Context: an optimization exercise on an open-source flow, tuned for small area and a short achievable clock period. The choices shown serve that exercise and are no tape-out recipe. Function was checked by simulation only, so behaviour that the tests miss may differ from the original. The flow treats the clock pin as an ideal source, which a real chip does not have.

Setup of run A:
## ecc_codec
module ecc_codec (
    input  wire        clk,
    input  wire        rst,
    input  wire        in_valid,
    input  wire        in_decode,
    input  wire [1:0]  in_code,
    input  wire [63:0] in_data,
    input  wire [14:0] in_chk,
    output wire        out_valid,
    output wire [63:0] out_data,
    output wire [14:0] out_chk,
    output wire [1:0]  out_status
);
Size: roughly 2200 cells after synthesis, ~470 flip-flops, about 170 I/O pins.
Settings: LEC_CHECK=0, CAP_MARGIN=20, CORE_MARGIN=2, CORE_UTILIZATION=40, PLACE_DENSITY=0.6, SLEW_MARGIN=20; clock period 13.0 ns.
standard.sh (not shown) runs the stock make flow with config.mk's settings and CLKGATE_MAP_FILE= SYNTH_SCRIPT=/design/flow/synth_recipe.tcl, a recipe that flattens the netlist after the stock synthesis.
==> flow/flow/run.sh <==
#!/bin/bash
# Own layout flow: the standard layout (standard.sh, unchanged synthesis and
# steps) with two changes:
#  - the port buffers that global placement puts on every input and output are
#    sky130_fd_sc_hd__buf_1 cells instead of ORFS's default choice;
#  - clock tree synthesis clusters up to 24 flip-flops under each leaf buffer
#    (clkbuf_16) and inserts no dummy loads;
#  - timing repair aims for 9.6 ns of setup slack (a 3.4 ns period) instead of 0.
# Each tool's full output is kept: ORFS writes its per-step logs under
# orfs/logs/, and this script keeps the make output in standard.log.
set -euo pipefail
cd "$(dirname "$0")/.."
export BUFFER_PORTS_ARGS="-buffer_cell sky130_fd_sc_hd__buf_1"
export CTS_ARGS="-sink_clustering_enable -repair_clock_nets -sink_clustering_size 24 -sink_clustering_max_diameter 100 -buf_list sky130_fd_sc_hd__clkbuf_16 -dont_use_dummy_load"
export SETUP_SLACK_MARGIN=9.6
bash standard.sh > standard.log 2>&1
Inputs modified between run A and run B:
# run A
export LEC_CHECK = 0
export CAP_MARGIN = 20
export CORE_MARGIN = 2
export CORE_UTILIZATION = 40
export PLACE_DENSITY = 0.6
export SLEW_MARGIN = 20
create_clock -name core_clock -period 13.0 [get_ports {clk}]
# run B
export LEC_CHECK = 0
export CAP_MARGIN = 20
export CORE_MARGIN = 2
export CORE_UTILIZATION = 55
export PLACE_DENSITY = 0.7
export SLEW_MARGIN = 20
create_clock -name core_clock -period 13.0 [get_ports {clk}]
diff --git a/flow/flow/run.sh b/flow/flow/run.sh
--- a/flow/flow/run.sh
+++ b/flow/flow/run.sh
@@ -6,5 +6,5 @@
 #  - clock tree synthesis clusters up to 24 flip-flops under each leaf buffer
 #    (clkbuf_16) and inserts no dummy loads;
-#  - timing repair aims for 9.6 ns of setup slack (a 3.4 ns period) instead of 0.
+#  - timing repair aims for 9.3 ns of setup slack (a 3.7 ns period) instead of 0.
 # Each tool's full output is kept: ORFS writes its per-step logs under
 # orfs/logs/, and this script keeps the make output in standard.log.
@@ -13,4 +13,4 @@
 export BUFFER_PORTS_ARGS="-buffer_cell sky130_fd_sc_hd__buf_1"
 export CTS_ARGS="-sink_clustering_enable -repair_clock_nets -sink_clustering_size 24 -sink_clustering_max_diameter 100 -buf_list sky130_fd_sc_hd__clkbuf_16 -dont_use_dummy_load"
-export SETUP_SLACK_MARGIN=9.6
+export SETUP_SLACK_MARGIN=9.3
 bash standard.sh > standard.log 2>&1
==> comparison <==
Looking at initial core utilization, run B sits 15 points above run A. Diff run A -> run B | fmax | down slightly. The run with more routed wire is run A, not run B.
## Diff of input files: run C against run B
# run B
export LEC_CHECK = 0
export CAP_MARGIN = 20
export CORE_MARGIN = 2
export CORE_UTILIZATION = 55
export PLACE_DENSITY = 0.7
export SLEW_MARGIN = 20
create_clock -name core_clock -period 13.0 [get_ports {clk}]
# run C
export LEC_CHECK = 0
export CAP_MARGIN = 20
export CORE_MARGIN = 2
export CORE_UTILIZATION = 40
export PLACE_DENSITY = 0.6
export SLEW_MARGIN = 20
create_clock -name core_clock -period 13.0 [get_ports {clk}]
==> comparison <==
The final clock skew reported for run C is smaller than that of run B by 14 ps. Re number of nets produced by synthesis: no difference whatsoever between run C and run B. On share of the cycle needed by the critical path after routing, run C and run B are neck and neck. Of run C and run B, the lower die area belongs to run B. Against run B, run C reports a design area that is higher. Changes observed in run C relative to run B: initial antenna violation count lost 1.

red:
Another version of the RTL of ecc_codec (not shown whole).
For scale: ~2100 cells after synthesis, ~470 flip-flops, ~170 I/O pins, about 20000 um^2 of cells after synthesis.
clock: 13.0 ns
lec_check: 0
cap_margin: 20
core_margin: 2
core_utilization: 55
place_density: 0.7
slew_margin: 20
==> flow/flow/run.sh <==
#!/bin/bash
# Own layout flow: the standard layout (standard.sh, unchanged synthesis and
# steps) with these changes:
#  - the port buffers that global placement puts on every input and output are
#    sky130_fd_sc_hd__buf_1 cells instead of ORFS's default choice;
#  - clock tree synthesis clusters up to 24 flip-flops under each leaf buffer
#    (clkbuf_16) and inserts no dummy loads;
#  - timing repair aims for 9.4 ns of setup slack (a 3.6 ns period) instead of 0.
# Each tool's full output is kept: ORFS writes its per-step logs under
# orfs/logs/, and this script keeps the make output in standard.log.
set -euo pipefail
cd "$(dirname "$0")/.."
export BUFFER_PORTS_ARGS="-buffer_cell sky130_fd_sc_hd__buf_1"
export CTS_ARGS="-sink_clustering_enable -repair_clock_nets -sink_clustering_size 24 -sink_clustering_max_diameter 100 -buf_list sky130_fd_sc_hd__clkbuf_16 -dont_use_dummy_load"
export SETUP_SLACK_MARGIN=9.4
bash standard.sh > standard.log 2>&1
Setup changes, red to blue
==> flow/flow/run.sh <==
#!/bin/bash
# Own layout flow: the standard layout (standard.sh, unchanged synthesis and
# steps) with these changes:
#  - the port buffers that global placement puts on every input and output are
#    sky130_fd_sc_hd__buf_1 cells instead of ORFS's default choice;
#  - clock tree synthesis clusters up to 36 flip-flops under each leaf buffer
#    (clkbuf_16) and inserts no dummy loads;
#  - timing repair aims for 9.3 ns of setup slack (a 3.7 ns period) instead of 0.
# Each tool's full output is kept: ORFS writes its per-step logs under
# orfs/logs/, and this script keeps the make output in standard.log.
set -euo pipefail
cd "$(dirname "$0")/.."
export BUFFER_PORTS_ARGS="-buffer_cell sky130_fd_sc_hd__buf_1"
export CTS_ARGS="-sink_clustering_enable -repair_clock_nets -sink_clustering_size 36 -sink_clustering_max_diameter 100 -buf_list sky130_fd_sc_hd__clkbuf_16 -dont_use_dummy_load"
export SETUP_SLACK_MARGIN=9.3
bash standard.sh > standard.log 2>&1
==> comparison <==
Post-CTS clock slew at the launch and capture registers of the worst setup and hold paths sits higher in blue than in red. blue -> red: die area flat. Global-route usage over all layers (higher): red. Both conditions hold for blue: the flow ran to the end and the final layout passed the timing, design-rule and antenna checks.
The inputs of green differ from those of blue as listed below.
Settings: a change of PLACE_DENSITY from 0.7 to 0.8; a change of CORE_UTILIZATION from 55 to 65.
==> flow/flow/run.sh <==
#!/bin/bash
# Own layout flow: the standard layout (standard.sh, unchanged synthesis and
# steps) with these changes:
#  - the port buffers that global placement puts on every input and output are
#    sky130_fd_sc_hd__buf_1 cells instead of ORFS's default choice;
#  - clock tree synthesis clusters up to 24 flip-flops under each leaf buffer
#    (clkbuf_16) and inserts no dummy loads;
#  - timing repair aims for 9.3 ns of setup slack (a 3.7 ns period) instead of 0.
# Each tool's full output is kept: ORFS writes its per-step logs under
# orfs/logs/, and this script keeps the make output in standard.log.
set -euo pipefail
cd "$(dirname "$0")/.."
export BUFFER_PORTS_ARGS="-buffer_cell sky130_fd_sc_hd__buf_1"
export CTS_ARGS="-sink_clustering_enable -repair_clock_nets -sink_clustering_size 24 -sink_clustering_max_diameter 100 -buf_list sky130_fd_sc_hd__clkbuf_16 -dont_use_dummy_load"
export SETUP_SLACK_MARGIN=9.3
bash standard.sh > standard.log 2>&1
res_data_q5[1]$_DFF_P_ as the critical path launch point was reported by blue, and res_chk_q5[2]$_DFF_P_ by green. green vs. blue: detailed-route wire length fell 0.54%; post-placement cell area fell by 98 um^2; area of all placed cells without fillers down 0.46%; final cell count fell 79.

ecc_codec, a different RTL version from the one above (not shown whole).
For scale: roughly 2000 cells after synthesis, ~17000 um2 of cells after synthesis.
make LEC_CHECK=0 CAP_MARGIN=20 CORE_MARGIN=2 CORE_UTILIZATION=40 PLACE_DENSITY=0.6 SETUP_SLACK_MARGIN=2 SLEW_MARGIN=20 finish   # period 13.0 ns
run.sh (not shown) runs the stock make flow with config.mk's settings and CLKGATE_MAP_FILE= SYNTH_SCRIPT=/design/flow/synth_recipe.tcl, a recipe that flattens the netlist after the stock synthesis.
Stock flow here: none of the scripts above is used.
The baseline ran to the end with no violations.
Then changed:
Settings changed: SETUP_SLACK_MARGIN 2 to 4.
Effect: The new run produced a clean layout; non-clock buffer count rose by 107; count of clock-buffer cells in the layout stays the same.

==> afterwards: timing with drivers on the ports <==
Ports are ideal in the flow. The routed layouts listed here were re-timed in OpenROAD.
Step 1 sets driving cells, clkbuf_16 on the clock port and buf_2 on the other inputs (assumed; they add their load-dependent delay and slew).
Step 2 times the ports against the registers' clock, not the clock port: input delays grow and output delays shrink by t, the midpoint of the rising clock arrivals with the driver on.
Three values: ideal, step 1, step 2; two values: the first two.
run	t, ns	setup WS [ns]	worst slew at a driven data input, ns
run A	0.619	9.378 / 9.321 / 9.688	0.05
run B	0.588	9.330 / 9.277 / 9.421	0.04
run C	0.613	9.319 / 9.266 / 9.394	0.05
red	0.590	9.358 / 9.302 / 9.510	0.04
blue	0.579	9.351 / 9.295 / 9.366	0.04
green	0.577	9.321 / 9.275 / 9.324	0.04
the first run of note 3	0.412	2.104 / 2.055 / 2.467	0.05
the second run of note 3	0.396	2.072 / 2.024 / 2.420	0.05
After both steps setup and hold are still met in every run listed.
